From an optimization exercise on the open Yosys and OpenROAD flow, aimed at small area, a short achievable clock period and few clock cycles; shortcuts taken in it are not production practice. Function was checked by simulation only, so behaviour that the tests miss may differ from the original.

## gkm_opu
module gkm_opu (
    input  wire         clk,
    input  wire         rst_n,
    input  wire         cmd_valid,
    output wire         cmd_ready,
    input  wire [1:0]   cmd_op,        
    input  wire [127:0] cmd_key,       
    input  wire [63:0]  cmd_expect,
    input  wire         in_valid,
    output wire         in_ready,
    input  wire [63:0]  in_data,       
    input  wire [3:0]   in_nbytes,     
    input  wire         in_last,
    output wire         out_valid,
    input  wire         out_ready,
    output wire [63:0]  out_result,
    output wire         out_match
);
export LEC_CHECK = 0
export CAP_MARGIN = 25
export CORE_MARGIN = 2
export CORE_UTILIZATION = 30
export PLACE_DENSITY = 0.5
export SLEW_MARGIN = 25
create_clock -name core_clock -period 25.0 [get_ports {clk}]
standard.sh (not shown) runs the stock make flow with config.mk's settings and CLKGATE_MAP_FILE= SYNTH_SCRIPT=/design/flow/synth_recipe.tcl, a recipe that flattens the netlist after the stock synthesis.
==> flow/flow/run.sh <==
#!/bin/bash
# The standard layout (the standard.sh: ORFS synthesis to finish, unchanged
# steps and settings), except that the buffers ORFS puts on every input and
# output port are sky130_fd_sc_hd__buf_2 instead of the default delay buffer.
set -euo pipefail
export BUFFER_PORTS_ARGS="-buffer_cell sky130_fd_sc_hd__buf_2"
bash standard.sh > standard_flow.log 2>&1
Testbench counts at the start, summed over its fixed seeds: cycles 98,169.
Edit:
--- a/flow/config.mk
+++ b/flow/config.mk
@@ -9,4 +9,4 @@
 export CORE_MARGIN = 2
-export CORE_UTILIZATION = 30
-export PLACE_DENSITY = 0.5
+export CORE_UTILIZATION = 40
+export PLACE_DENSITY = 0.6
 export SLEW_MARGIN = 25
After rerunning:
- core utilization is higher by 11 points
- worst hold slack gains 0.028 ns
- worst setup slack gains 0.047 ns
- routed wire length is lower by a little under a tenth

old:
gkm_opu again, from the RTL that the note above started with.
## gkm_opu
module gkm_opu (
    input  wire         clk,
    input  wire         rst_n,
    input  wire         cmd_valid,
    output wire         cmd_ready,
    input  wire [1:0]   cmd_op,        
    input  wire [127:0] cmd_key,       
    input  wire [63:0]  cmd_expect,
    input  wire         in_valid,
    output wire         in_ready,
    input  wire [63:0]  in_data,       
    input  wire [3:0]   in_nbytes,     
    input  wire         in_last,
    output wire         out_valid,
    input  wire         out_ready,
    output wire [63:0]  out_result,
    output wire         out_match
);
==> flow/config.mk <==
export PLATFORM = sky130hd
export DESIGN_NAME = gkm_opu
export DESIGN_NICKNAME = gkm_opu
export VERILOG_FILES = /design/flow/design.v
export SDC_FILE = /design/flow/constraint.sdc
export NUM_CORES = 4
export LEC_CHECK = 0
export CAP_MARGIN = 25
export CORE_MARGIN = 2
export CORE_UTILIZATION = 35
export PLACE_DENSITY = 0.55
export SLEW_MARGIN = 25
==> flow/constraint.sdc <==
create_clock -name core_clock -period 25.0 [get_ports {clk}]
set_input_delay 5.0000 -clock core_clock [delete_from_list [all_inputs] [get_ports {clk}]]
set_output_delay 5.0000 -clock core_clock [all_outputs]
set_load 0.01 [all_outputs]
==> flow/flow/run.sh <==
#!/bin/bash
# The standard layout (the standard.sh: ORFS synthesis to finish, unchanged
# steps and settings), except that the buffers ORFS puts on every input and
# output port are sky130_fd_sc_hd__buf_1 instead of the default delay buffer.
set -euo pipefail
export BUFFER_PORTS_ARGS="-buffer_cell sky130_fd_sc_hd__buf_1"
bash standard.sh > standard_flow.log 2>&1
Testbench counts of old, summed over its fixed seeds: cycles 98,169.
What new does differently from old at the input level:
-- flow/flow/run.sh --
<<< old, line 4
# output port are sky130_fd_sc_hd__buf_1 instead of the default delay buffer.
>>> new, line 4
# output port are sky130_fd_sc_hd__buf_2 instead of the default delay buffer.
<<< old, line 6
export BUFFER_PORTS_ARGS="-buffer_cell sky130_fd_sc_hd__buf_1"
>>> new, line 6
export BUFFER_PORTS_ARGS="-buffer_cell sky130_fd_sc_hd__buf_2"
Notes after the runs:
Taking old as the reference, in new total of clock buffers placed in the layout lost about 14%, via count lost 0.31%, post-synthesis cell type count neither gained nor lost much. new against old: layout buffer count excluding clock buffers lower; worst setup slack rose 0.25 ns; total routing usage reported by global routing now smaller. Row TritonCTS buffer count: new lower / old higher.

[separate check: timing with driven ports]
No port has a modelled driver above. Below, the same layouts with a new extraction and two added sets of constraints.
Step 1 assumes that a clkbuf_16 drives the clock port and a buf_2 every other input.
Step 2 times the ports against the registers' clock, not the clock port: input delays grow and output delays shrink by t, the midpoint of the rising clock arrivals with the driver on.
a / b / c = ideal / step 1 / step 2; a / b = the first two.
| run | t (ns) | setup WS [ns] | worst setup path after step 2 | slew at the worst register clock pin (ns) | cell pins on the clock port's net |
|---|---|---|---|---|---|
| the first run of note 1 | 0.767 | 18.368 / 18.285 / 17.920 | input to register | 0.07 / 0.07 | 1 |
| the second run of note 1 | 0.787 | 18.416 / 18.354 / 17.699 | input to register | 0.07 / 0.07 | 1 |
| old | 0.758 | 18.213 / 18.281 / 17.522 | input to register | 0.07 / 0.07 | 1 |
| new | 0.735 | 18.459 / 18.382 / 17.937 | input to register | 0.07 / 0.07 | 1 |
After both steps setup and hold are still met in every run listed. For the second run of note 1, which loses most, drivers alone change the setup slack by -0.062 ns; drivers and shift together by -0.717 ns.
